This design comes from an exercise in tuning for small area and a short achievable clock period on the open sky130 flow, not from production work.
Power is estimated from default activity; no workload was simulated.

==> inputs of 07-11 <==
==> flow/design.v <==
module knaha_alu (
    input  wire [3:0]  op,    
    input  wire [15:0] a,     
    input  wire [15:0] v,     
    output reg  [15:0] y
);
    wire neg_ops = (op == 4'hE) | (op == 4'hF);              
    wire sub     = (op == 4'h3) | (op == 4'h5) | (op == 4'hC) | (op == 4'hD) | neg_ops;
    wire [15:0] x  = neg_ops ? 16'h0000 : a;
    wire [16:0] r  = {x[15], x} + ({v[15], v} ^ {17{sub}}) + {16'h0000, sub};
    wire        ov = r[16] ^ r[15];
    wire [15:0] rs = ov ? {r[16], {15{~r[16]}}} : r[15:0];
    wire        lt = r[16];                                   
    wire        shl = (op == 4'h9);
    wire        fill = (op == 4'hA) & a[15];
    wire [15:0] s0;
    genvar k;
    generate for (k = 0; k < 16; k = k + 1) begin : rev_in
        assign s0[k] = shl ? a[15-k] : a[k];
    end endgenerate
    wire [15:0] s1 = v[0] ? {fill, s0[15:1]} : s0;
    wire [15:0] s2 = v[1] ? {{2{fill}}, s1[15:2]} : s1;
    wire [15:0] s3 = v[2] ? {{4{fill}}, s2[15:4]} : s2;
    wire [15:0] s4 = v[3] ? {{8{fill}}, s3[15:8]} : s3;
    wire [15:0] sh;
    generate for (k = 0; k < 16; k = k + 1) begin : rev_out
        assign sh[k] = shl ? s4[15-k] : s4[k];
    end endgenerate
    always @(*) begin
        case (op)
            4'h1: y = v;
            4'h2, 4'h3: y = r[15:0];
            4'h4, 4'h5, 4'hF: y = rs;
            4'h6: y = a & v;
            4'h7: y = a | v;
            4'h8: y = a ^ v;
            4'h9, 4'hA, 4'hB: y = sh;
            4'hC: y = lt ? a : v;
            4'hD: y = lt ? v : a;
            4'hE: y = v[15] ? rs : v;
            default: y = 16'h0000;
        endcase
    end
endmodule
module knaha_mac (
    input  wire        clk,
    input  wire        rst,
    input  wire        trig,      
    input  wire        accum,     
    input  wire        neg,       
    input  wire [15:0] m1,
    input  wire [15:0] m2,
    output reg  [39:0] acc,
    output wire        ready,     
    output wire        ready_n,   
    output wire        ovf        
);
    reg        s1_v, s2_v;
    reg        s1_acc, s1_neg, s2_acc;
    reg [15:0] s1_m1, s1_m2;
    reg [31:0] s2_p;
    assign ready   = ~s1_v & ~s2_v;
    assign ready_n = ~trig & ~s1_v;
    wire [31:0] prod;
    knaha_booth u_mul (.a(s1_m1), .b(s1_m2), .neg(s1_neg), .p(prod));
    always @(posedge clk) begin
        if (rst) begin
            s1_v <= 1'b0;
            s2_v <= 1'b0;
        end else begin
            s1_v <= trig;
            s2_v <= s1_v;
        end
        s1_acc <= accum;
        s1_neg <= neg;
        s1_m1  <= m1;
        s1_m2  <= m2;
        s2_acc <= s1_acc;
        s2_p   <= prod;
    end
    wire [39:0] xa = s2_acc ? acc : 40'h0;
    wire [40:0] sum = {xa[39], xa} + {{9{s2_p[31]}}, s2_p};
    wire sum_ovf = sum[40] ^ sum[39];
    wire [39:0] sum_sat = sum_ovf ? {sum[40], {39{~sum[40]}}} : sum[39:0];
    assign ovf = s2_v & sum_ovf;
    always @(posedge clk) begin
        if (rst)
            acc <= 40'h0;
        else if (s2_v)
            acc <= sum_sat;
    end
endmodule
module knaha_booth (
    input  wire [15:0] a,
    input  wire [15:0] b,
    input  wire        neg,
    output wire [31:0] p
);
    wire [16:0] bx = {b, 1'b0};
    wire [16:0] ax = {a[15], a};
    reg  [31:0] pp [0:7];
    reg  [15:0] nb;
    reg         one, two, dn;
    reg  [16:0] sel;
    integer i;
    always @(*) begin
        nb = 16'h0;
        for (i = 0; i < 8; i = i + 1) begin
            one = bx[2*i] ^ bx[2*i+1];
            two = (bx[2*i+2] & ~bx[2*i+1] & ~bx[2*i]) | (~bx[2*i+2] & bx[2*i+1] & bx[2*i]);
            dn  = bx[2*i+2] ^ neg;
            sel = (({17{one}} & ax) | ({17{two}} & {ax[15:0], 1'b0})) ^ {17{dn}};
            pp[i] = {15'b0, ~sel[16], sel[15:0]} << (2*i);
            nb[2*i] = dn;
        end
    end
    assign p = 32'haaab0000 + pp[0] + pp[1] + pp[2] + pp[3] + pp[4] + pp[5]
             + pp[6] + pp[7] + {16'h0, nb};
endmodule
module knaha_exec (
    input  wire        clk,
    input  wire        rst,         
    input  wire        mode_init,   
    input  wire [31:0] instr,       
    input  wire [15:0] ext_a,       
    input  wire [15:0] ext_b,       
    input  wire [15:0] dx,          
    input  wire [15:0] dy,          
    output wire        wa_en,       
    output wire [7:0]  wa_dst,
    output wire [15:0] wa_data,
    output wire        wb_en,       
    output wire [7:0]  wb_dst,
    output wire [15:0] wb_data,
    output wire        dmac_go,     
    output wire [3:0]  pred         
);
    reg [15:0] gp [0:15];
    reg [15:0] alu_a;
    reg [3:0]  alu_op_r;     
    reg [15:0] alu_a_r;      
    reg [15:0] alu_v_r;
    wire [15:0] alu_res;
    reg [15:0] cmp_a;
    reg [1:0]  cmp_p;
    reg [15:0] mac_a;
    reg [2:0]  g;            
    reg        g3;           
    reg        mode;         
    reg        st_drop, st_ovf;
    wire [39:0] acc;
    wire        mac_ready;
    wire g3_eff = mode ? mac_ready : g3;
    wire [3:0] gv = {g3_eff, g};
    assign pred = gv;
    wire        paired = instr[31];
    wire        imm    = ~paired & instr[26];
    wire [7:0]  src_a = paired ? {2'b00, instr[28:23]} : instr[25:18];
    wire [7:0]  dst_a = paired ? {1'b0, instr[22:16]}
                               : (imm ? instr[9:2] : instr[17:10]);
    wire [5:0]  src_b = instr[13:8];
    wire [6:0]  dst_b = instr[7:1];
    reg ca;
    always @(*) begin
        case (instr[29:27])
            3'd0: ca = 1'b1;
            3'd1: ca = gv[0];
            3'd2: ca = gv[1];
            3'd3: ca = gv[2];
            3'd4: ca = gv[3];
            3'd5: ca = gv[0] & gv[1];
            3'd6: ca = gv[2] & gv[3];
            default: ca = gv[0] | gv[1];
        endcase
    end
    wire ga_long  = instr[30] ^ ca;
    wire ga_short = short_ok(instr[30:29], gv[1:0]);
    wire gb_short = short_ok(instr[15:14], gv[1:0]);
    function short_ok(input [1:0] c, input [1:0] p);
        case (c)
            2'd0: short_ok = 1'b1;
            2'd1: short_ok = p[0];
            2'd2: short_ok = p[1];
            default: short_ok = ~p[0];
        endcase
    endfunction
    wire exec_a = ~rst & (paired ? ga_short : ga_long);
    wire exec_b = ~rst & paired & gb_short;
    wire [15:0] val_a = imm ? instr[25:10] : src_val(src_a, ext_a);
    wire [15:0] val_b = src_val({2'b00, src_b}, ext_b);
    assign wa_en   = exec_a;
    assign wa_dst  = dst_a;
    assign wa_data = val_a;
    assign wb_en   = exec_b;
    assign wb_dst  = {1'b0, dst_b};
    assign wb_data = val_b;
    wire [26:0] sq = {acc[39], acc[39:14]} + 27'd1;   
    wire        sq_ok = (sq[26:17] == {10{sq[16]}});
    wire [15:0] mac_sat = sq_ok ? sq[16:1] : {sq[26], {15{~sq[26]}}};
    function [15:0] src_val(input [7:0] s, input [15:0] ext);
        begin
            if (s >= 8'h08 && s <= 8'h17)
                src_val = gp[s[3:0]];
            else case (s)
                8'h00: src_val = 16'h0000;
                8'h01: src_val = 16'h0001;
                8'h02: src_val = 16'hFFFF;
                8'h03: src_val = 16'h7FFF;
                8'h04: src_val = 16'h8000;
                8'h18: src_val = alu_res;
                8'h19: src_val = {12'h000, gv};
                8'h1A: src_val = acc[31:16];
                8'h1B: src_val = acc[15:0];
                8'h1C: src_val = mac_sat;
                8'h1D: src_val = {{8{acc[39]}}, acc[39:32]};
                8'h1E, 8'h1F, 8'h20, 8'h21, 8'h22, 8'h23, 8'h24, 8'h25, 8'h26,
                8'h27, 8'h28, 8'h29, 8'h2A, 8'h2B, 8'h2C, 8'h2D, 8'h2E, 8'h2F,
                8'h30, 8'h32:
                       src_val = ext;
                8'h31: src_val = {12'h000, mac_ready, mode, st_drop, st_ovf};
                default: src_val = 16'h0000;
            endcase
        end
    endfunction
    wire wr_b = exec_b;
    wire wr_a = exec_a;
    wire [15:0] alu_a_n = (wr_b && dst_b == 7'h18) ? val_b :
                          (wr_a && dst_a == 8'h18) ? val_a : alu_a;
    wire [15:0] cmp_a_n = (wr_b && dst_b == 7'h28) ? val_b :
                          (wr_a && dst_a == 8'h28) ? val_a : cmp_a;
    wire [1:0]  cmp_p_n = (wr_b && dst_b == 7'h29) ? val_b[1:0] :
                          (wr_a && dst_a == 8'h29) ? val_a[1:0] : cmp_p;
    wire [15:0] mac_a_n = (wr_b && dst_b == 7'h34) ? val_b :
                          (wr_a && dst_a == 8'h34) ? val_a : mac_a;
    wire mode_wr_b = wr_b && dst_b == 7'h3B;
    wire mode_wr_a = wr_a && dst_a == 8'h3B;
    wire mode_n = mode_wr_b ? (val_b == 16'd1) :
                  mode_wr_a ? (val_a == 16'd1) : mode;
    wire alu_tb = wr_b && dst_b >= 7'h19 && dst_b <= 7'h27;
    wire alu_ta = wr_a && dst_a >= 8'h19 && dst_a <= 8'h27;
    wire        alu_t  = alu_tb | alu_ta;
    wire [3:0]  alu_op = alu_tb ? {~dst_b[3], dst_b[2:0]} : {~dst_a[3], dst_a[2:0]};
    wire [15:0] alu_v  = alu_tb ? val_b : val_a;
    wire cmp_tb = wr_b && dst_b >= 7'h2A && dst_b <= 7'h33;
    wire cmp_ta = wr_a && dst_a >= 8'h2A && dst_a <= 8'h33;
    wire        cmp_t  = cmp_tb | cmp_ta;
    wire [5:0]  cmp_op = cmp_tb ? dst_b[5:0] : dst_a[5:0];
    wire [15:0] cmp_v  = cmp_tb ? val_b : val_a;
    wire mac_tb = wr_b && dst_b >= 7'h35 && dst_b <= 7'h3A;
    wire mac_ta = wr_a && dst_a >= 8'h35 && dst_a <= 8'h3A;
    wire        mac_t  = mac_tb | mac_ta;
    wire [2:0]  mac_op = mac_tb ? dst_b[2:0] : dst_a[2:0];    
    wire [15:0] mac_v  = mac_tb ? val_b : val_a;
    knaha_alu u_alu (.op(alu_op_r), .a(alu_a_r), .v(alu_v_r), .y(alu_res));
    wire [16:0] cd  = {1'b0, cmp_a_n} - {1'b0, cmp_v};
    wire        ltu = cd[16];
    wire        lts = (cmp_a_n[15] ^ cmp_v[15]) ? cmp_a_n[15] : ltu;
    wire        eq  = cmp_a_n == cmp_v;
    reg cmp_r;
    always @(*) begin
        case (cmp_op[3:0])
            4'hA: cmp_r = lts;
            4'hB: cmp_r = lts | eq;
            4'hC: cmp_r = eq;
            4'hD: cmp_r = ~eq;
            4'hE: cmp_r = ~lts;
            4'hF: cmp_r = ~(lts | eq);
            4'h0: cmp_r = ltu;
            4'h1: cmp_r = ~ltu;
            default: cmp_r = cmp_v != 16'd0;       
        endcase
    end
    wire       pset = cmp_t && cmp_op[3:0] == 4'h3;
    wire [3:0] pwr_en  = !cmp_t ? 4'b0000 :
                         pset   ? 4'b1111 : (4'b0001 << cmp_p_n);
    wire [3:0] pwr_val = pset ? cmp_v[3:0] : {4{cmp_r}};
    wire mac_drop = mac_t & mode & ~mac_ready;
    wire mac_acc  = mac_t & ~mac_drop;
    wire mac_ovf;
    wire ready_n;    
    wire op_dmac = mac_op == 3'd0;
    assign dmac_go = mac_acc && op_dmac;
    reg        k_acc, k_neg;
    reg [15:0] k_m1, k_m2;
    always @(*) begin
        k_m1 = mac_a_n;
        k_m2 = mac_v;
        case (mac_op)
            3'd5: begin k_acc = 1'b0; k_neg = 1'b0; end           
            3'd6: begin k_acc = 1'b1; k_neg = 1'b0; end           
            3'd7: begin k_acc = 1'b1; k_neg = 1'b1; end           
            3'd0: begin                                           
                k_m1 = dx; k_m2 = dy;
                k_acc = ~mac_v[4]; k_neg = mac_v[5];
            end
            3'd1: begin                                           
                k_m1 = 16'h8000; k_acc = 1'b0; k_neg = 1'b1;
            end
            default: begin                                        
                k_m2 = 16'h0000; k_acc = 1'b0; k_neg = 1'b0;
            end
        endcase
    end
    knaha_mac u_mac (
        .clk(clk), .rst(rst),
        .trig(mac_acc), .accum(k_acc), .neg(k_neg), .m1(k_m1), .m2(k_m2),
        .acc(acc), .ready(mac_ready), .ready_n(ready_n), .ovf(mac_ovf)
    );
    integer i;
    always @(posedge clk) begin
        if (rst) begin
            for (i = 0; i < 16; i = i + 1) gp[i] <= 16'h0000;
            alu_a   <= 16'h0000;
            alu_op_r <= 4'h0;        
            cmp_a   <= 16'h0000;
            cmp_p   <= 2'd0;
            mac_a   <= 16'h0000;
            g       <= 3'b000;
            g3      <= mode_init;    
            mode    <= mode_init;
            st_drop <= 1'b0;
            st_ovf  <= 1'b0;
        end else begin
            for (i = 0; i < 16; i = i + 1) begin
                if (wr_b && dst_b == 7'h08 + i)
                    gp[i] <= val_b;
                else if (wr_a && dst_a == 8'h08 + i)
                    gp[i] <= val_a;
            end
            alu_a <= alu_a_n;
            cmp_a <= cmp_a_n;
            cmp_p <= cmp_p_n;
            mac_a <= mac_a_n;
            if (alu_t) begin
                alu_op_r <= alu_op;
                alu_a_r  <= alu_a_n;
                alu_v_r  <= alu_v;
            end
            for (i = 0; i < 3; i = i + 1)
                if (pwr_en[i])
                    g[i] <= pwr_val[i];
            if (mode_n)
                g3 <= ready_n;
            else if (!mode && pwr_en[3])
                g3 <= pwr_val[3];
            mode <= mode_n;
            if (mac_drop)
                st_drop <= 1'b1;
            if (mac_ovf)
                st_ovf <= 1'b1;
        end
    end
endmodule
==> flow/run.sh <==
#!/bin/bash
# synth_recipe.tcl (not shown) runs the flow's synth.tcl, then flattens the netlist and writes it again
# the make line also repeats each setting of config.mk as NAME=value (left out here)
make -C /OpenROAD-flow-scripts/flow DESIGN_CONFIG=/design/flow/config.mk WORK_HOME=/design/flow/orfs CLKGATE_MAP_FILE= SYNTH_SCRIPT=/design/flow/synth_recipe.tcl finish
==> flow/config.mk <==
export PLATFORM = sky130hd
export DESIGN_NAME = knaha_exec
export DESIGN_NICKNAME = knaha_exec
export VERILOG_FILES = /design/flow/design.v
export SDC_FILE = /design/flow/constraint.sdc
export NUM_CORES = 4
export LEC_CHECK = 0
export CAP_MARGIN = 20
export CORE_MARGIN = 2
export CORE_UTILIZATION = 50
export PLACE_DENSITY = 0.65
export SETUP_SLACK_MARGIN = 3.5
export SLEW_MARGIN = 20
==> flow/constraint.sdc <==
create_clock -name core_clock -period 11.0 [get_ports {clk}]
set_input_delay 2.2000 -clock core_clock [delete_from_list [all_inputs] [get_ports {clk}]]
set_output_delay 2.2000 -clock core_clock [all_outputs]
set_load 0.01 [all_outputs]
==> inputs of 06-19, as changes to 07-11 <==
--- a/flow/design.v
+++ b/flow/design.v
@@ -56,13 +56,12 @@
     output wire        ovf        
 );
     reg        s1_v, s2_v;
-    reg        s1_acc, s1_neg, s2_acc;
+    reg        s1_acc, s1_neg, s2_acc, s2_neg;
     reg [15:0] s1_m1, s1_m2;
     reg [31:0] s2_p;
     assign ready   = ~s1_v & ~s2_v;
     assign ready_n = ~trig & ~s1_v;
-    wire [31:0] prod;
-    knaha_booth u_mul (.a(s1_m1), .b(s1_m2), .neg(s1_neg), .p(prod));
+    wire [31:0] prod = $signed(s1_m1) * $signed(s1_m2);
     always @(posedge clk) begin
         if (rst) begin
             s1_v <= 1'b0;
@@ -76,10 +75,12 @@
         s1_m1  <= m1;
         s1_m2  <= m2;
         s2_acc <= s1_acc;
+        s2_neg <= s1_neg;
         s2_p   <= prod;
     end
     wire [39:0] xa = s2_acc ? acc : 40'h0;
-    wire [40:0] sum = {xa[39], xa} + {{9{s2_p[31]}}, s2_p};
+    wire [39:0] pb = {{8{s2_p[31]}}, s2_p} ^ {40{s2_neg}};
+    wire [40:0] sum = {xa[39], xa} + {pb[39], pb} + {40'h0, s2_neg};
     wire sum_ovf = sum[40] ^ sum[39];
     wire [39:0] sum_sat = sum_ovf ? {sum[40], {39{~sum[40]}}} : sum[39:0];
     assign ovf = s2_v & sum_ovf;
@@ -90,33 +91,6 @@
             acc <= sum_sat;
     end
 endmodule
-module knaha_booth (
-    input  wire [15:0] a,
-    input  wire [15:0] b,
-    input  wire        neg,
-    output wire [31:0] p
-);
-    wire [16:0] bx = {b, 1'b0};
-    wire [16:0] ax = {a[15], a};
-    reg  [31:0] pp [0:7];
-    reg  [15:0] nb;
-    reg         one, two, dn;
-    reg  [16:0] sel;
-    integer i;
-    always @(*) begin
-        nb = 16'h0;
-        for (i = 0; i < 8; i = i + 1) begin
-            one = bx[2*i] ^ bx[2*i+1];
-            two = (bx[2*i+2] & ~bx[2*i+1] & ~bx[2*i]) | (~bx[2*i+2] & bx[2*i+1] & bx[2*i]);
-            dn  = bx[2*i+2] ^ neg;
-            sel = (({17{one}} & ax) | ({17{two}} & {ax[15:0], 1'b0})) ^ {17{dn}};
-            pp[i] = {15'b0, ~sel[16], sel[15:0]} << (2*i);
-            nb[2*i] = dn;
-        end
-    end
-    assign p = 32'haaab0000 + pp[0] + pp[1] + pp[2] + pp[3] + pp[4] + pp[5]
-             + pp[6] + pp[7] + {16'h0, nb};
-endmodule
 module knaha_exec (
     input  wire        clk,
     input  wire        rst,         
@@ -136,11 +110,7 @@
     output wire [3:0]  pred         
 );
     reg [15:0] gp [0:15];
-    reg [15:0] alu_a;
-    reg [3:0]  alu_op_r;     
-    reg [15:0] alu_a_r;      
-    reg [15:0] alu_v_r;
-    wire [15:0] alu_res;
+    reg [15:0] alu_a, alu_res;
     reg [15:0] cmp_a;
     reg [1:0]  cmp_p;
     reg [15:0] mac_a;
@@ -251,7 +221,8 @@
     wire        mac_t  = mac_tb | mac_ta;
     wire [2:0]  mac_op = mac_tb ? dst_b[2:0] : dst_a[2:0];    
     wire [15:0] mac_v  = mac_tb ? val_b : val_a;
-    knaha_alu u_alu (.op(alu_op_r), .a(alu_a_r), .v(alu_v_r), .y(alu_res));
+    wire [15:0] alu_y;
+    knaha_alu u_alu (.op(alu_op), .a(alu_a_n), .v(alu_v), .y(alu_y));
     wire [16:0] cd  = {1'b0, cmp_a_n} - {1'b0, cmp_v};
     wire        ltu = cd[16];
     wire        lts = (cmp_a_n[15] ^ cmp_v[15]) ? cmp_a_n[15] : ltu;
@@ -311,7 +282,7 @@
         if (rst) begin
             for (i = 0; i < 16; i = i + 1) gp[i] <= 16'h0000;
             alu_a   <= 16'h0000;
-            alu_op_r <= 4'h0;        
+            alu_res <= 16'h0000;
             cmp_a   <= 16'h0000;
             cmp_p   <= 2'd0;
             mac_a   <= 16'h0000;
@@ -331,11 +302,8 @@
             cmp_a <= cmp_a_n;
             cmp_p <= cmp_p_n;
             mac_a <= mac_a_n;
-            if (alu_t) begin
-                alu_op_r <= alu_op;
-                alu_a_r  <= alu_a_n;
-                alu_v_r  <= alu_v;
-            end
+            if (alu_t)
+                alu_res <= alu_y;
             for (i = 0; i < 3; i = i + 1)
                 if (pwr_en[i])
                     g[i] <= pwr_val[i];
ABC_CLOCK_PERIOD_IN_PS = 6000   (was unset)
CORE_UTILIZATION = 30   (was 50)
PLACE_DENSITY = 0.5   (was 0.65)
SETUP_SLACK_MARGIN = 4.5   (was 3.5)
==> inputs of 10-10, as changes to 07-11 <==
--- a/flow/design.v
+++ b/flow/design.v
@@ -56,13 +56,12 @@
     output wire        ovf        
 );
     reg        s1_v, s2_v;
-    reg        s1_acc, s1_neg, s2_acc;
+    reg        s1_acc, s1_neg, s2_acc, s2_neg;
     reg [15:0] s1_m1, s1_m2;
     reg [31:0] s2_p;
     assign ready   = ~s1_v & ~s2_v;
     assign ready_n = ~trig & ~s1_v;
-    wire [31:0] prod;
-    knaha_booth u_mul (.a(s1_m1), .b(s1_m2), .neg(s1_neg), .p(prod));
+    wire [31:0] prod = $signed(s1_m1) * $signed(s1_m2);
     always @(posedge clk) begin
         if (rst) begin
             s1_v <= 1'b0;
@@ -76,10 +75,12 @@
         s1_m1  <= m1;
         s1_m2  <= m2;
         s2_acc <= s1_acc;
+        s2_neg <= s1_neg;
         s2_p   <= prod;
     end
     wire [39:0] xa = s2_acc ? acc : 40'h0;
-    wire [40:0] sum = {xa[39], xa} + {{9{s2_p[31]}}, s2_p};
+    wire [39:0] pb = {{8{s2_p[31]}}, s2_p} ^ {40{s2_neg}};
+    wire [40:0] sum = {xa[39], xa} + {pb[39], pb} + {40'h0, s2_neg};
     wire sum_ovf = sum[40] ^ sum[39];
     wire [39:0] sum_sat = sum_ovf ? {sum[40], {39{~sum[40]}}} : sum[39:0];
     assign ovf = s2_v & sum_ovf;
@@ -90,33 +91,6 @@
             acc <= sum_sat;
     end
 endmodule
-module knaha_booth (
-    input  wire [15:0] a,
-    input  wire [15:0] b,
-    input  wire        neg,
-    output wire [31:0] p
-);
-    wire [16:0] bx = {b, 1'b0};
-    wire [16:0] ax = {a[15], a};
-    reg  [31:0] pp [0:7];
-    reg  [15:0] nb;
-    reg         one, two, dn;
-    reg  [16:0] sel;
-    integer i;
-    always @(*) begin
-        nb = 16'h0;
-        for (i = 0; i < 8; i = i + 1) begin
-            one = bx[2*i] ^ bx[2*i+1];
-            two = (bx[2*i+2] & ~bx[2*i+1] & ~bx[2*i]) | (~bx[2*i+2] & bx[2*i+1] & bx[2*i]);
-            dn  = bx[2*i+2] ^ neg;
-            sel = (({17{one}} & ax) | ({17{two}} & {ax[15:0], 1'b0})) ^ {17{dn}};
-            pp[i] = {15'b0, ~sel[16], sel[15:0]} << (2*i);
-            nb[2*i] = dn;
-        end
-    end
-    assign p = 32'haaab0000 + pp[0] + pp[1] + pp[2] + pp[3] + pp[4] + pp[5]
-             + pp[6] + pp[7] + {16'h0, nb};
-endmodule
 module knaha_exec (
     input  wire        clk,
     input  wire        rst,         
@@ -136,11 +110,7 @@
     output wire [3:0]  pred         
 );
     reg [15:0] gp [0:15];
-    reg [15:0] alu_a;
-    reg [3:0]  alu_op_r;     
-    reg [15:0] alu_a_r;      
-    reg [15:0] alu_v_r;
-    wire [15:0] alu_res;
+    reg [15:0] alu_a, alu_res;
     reg [15:0] cmp_a;
     reg [1:0]  cmp_p;
     reg [15:0] mac_a;
@@ -251,7 +221,8 @@
     wire        mac_t  = mac_tb | mac_ta;
     wire [2:0]  mac_op = mac_tb ? dst_b[2:0] : dst_a[2:0];    
     wire [15:0] mac_v  = mac_tb ? val_b : val_a;
-    knaha_alu u_alu (.op(alu_op_r), .a(alu_a_r), .v(alu_v_r), .y(alu_res));
+    wire [15:0] alu_y;
+    knaha_alu u_alu (.op(alu_op), .a(alu_a_n), .v(alu_v), .y(alu_y));
     wire [16:0] cd  = {1'b0, cmp_a_n} - {1'b0, cmp_v};
     wire        ltu = cd[16];
     wire        lts = (cmp_a_n[15] ^ cmp_v[15]) ? cmp_a_n[15] : ltu;
@@ -311,7 +282,7 @@
         if (rst) begin
             for (i = 0; i < 16; i = i + 1) gp[i] <= 16'h0000;
             alu_a   <= 16'h0000;
-            alu_op_r <= 4'h0;        
+            alu_res <= 16'h0000;
             cmp_a   <= 16'h0000;
             cmp_p   <= 2'd0;
             mac_a   <= 16'h0000;
@@ -331,11 +302,8 @@
             cmp_a <= cmp_a_n;
             cmp_p <= cmp_p_n;
             mac_a <= mac_a_n;
-            if (alu_t) begin
-                alu_op_r <= alu_op;
-                alu_a_r  <= alu_a_n;
-                alu_v_r  <= alu_v;
-            end
+            if (alu_t)
+                alu_res <= alu_y;
             for (i = 0; i < 3; i = i + 1)
                 if (pwr_en[i])
                     g[i] <= pwr_val[i];
CORE_UTILIZATION = 30   (was 50)
PLACE_DENSITY = 0.5   (was 0.65)
SETUP_SLACK_MARGIN = unset   (was 3.5)
==> summary.txt <==
metric	07-11	10-10	06-19
Synthesis warning total	6	4	4
Global placer's final weighted congestion	1.064	1.010	1.006
Worst skew pair latency	0.67 ns	0.71 ns	0.76 ns
Standard cell area after detailed placement	45,710 sq um	47,460 sq um	47,830 sq um
Portion of the post-synthesis area used by sequential elements	0.2209	0.2022	0.2022
Number of gates resized after CTS	350	0	931
Total clock network power	1.92 mW	2.07 mW	2.11 mW
Max incr delay on CP	0.58 ns	0.82 ns	0.69 ns
Core region area	85,150 sq um	143,800 sq um	143,800 sq um
Starting DRC count in detailed routing	7,715	6,372	7,177
Run status	timing/DRC/antenna clean	timing/DRC/antenna clean	timing/DRC/antenna clean
Fmax	130.2 MHz	98.89 MHz	128.7 MHz
FF-to-FF path depth	40	29	31
Sequential Power Share	0.160	0.275	0.249
Post-layout min period	7.678 ns	10.11 ns	7.767 ns
Synthesized net count	6,184	6,110	6,110
No functional check of the RTL was part of any run of this note.

==> static timing again, ports no longer ideal <==
How much do the figures lean on ideal ports? The routed layouts below were timed once more, with nothing changed but the port constraints. Step 1 sets driving cells, clkbuf_16 on the clock port and buf_2 on the other inputs (assumed; they add their load-dependent delay and slew). Step 2 times the ports against the registers' clock, not the clock port: input delays grow and output delays shrink by t, the midpoint of the rising clock arrivals with the driver on. a / b / c = ideal ports / drivers / drivers and shift; a / b = the first two.
run | t (ns) | setup slack, ns | cell pins on the clock port's net
07-11 | 0.714 | 3.322 / 3.253 / 2.712 | 1
06-19 | 0.797 | 3.233 / 3.133 / 2.335 | 1
10-10 | 0.764 | 0.888 / 0.945 / 0.181 | 1
After both steps every run listed still meets setup and hold. For 06-19, which loses most, drivers alone change the setup slack by -0.100 ns; drivers and shift together by -0.898 ns.
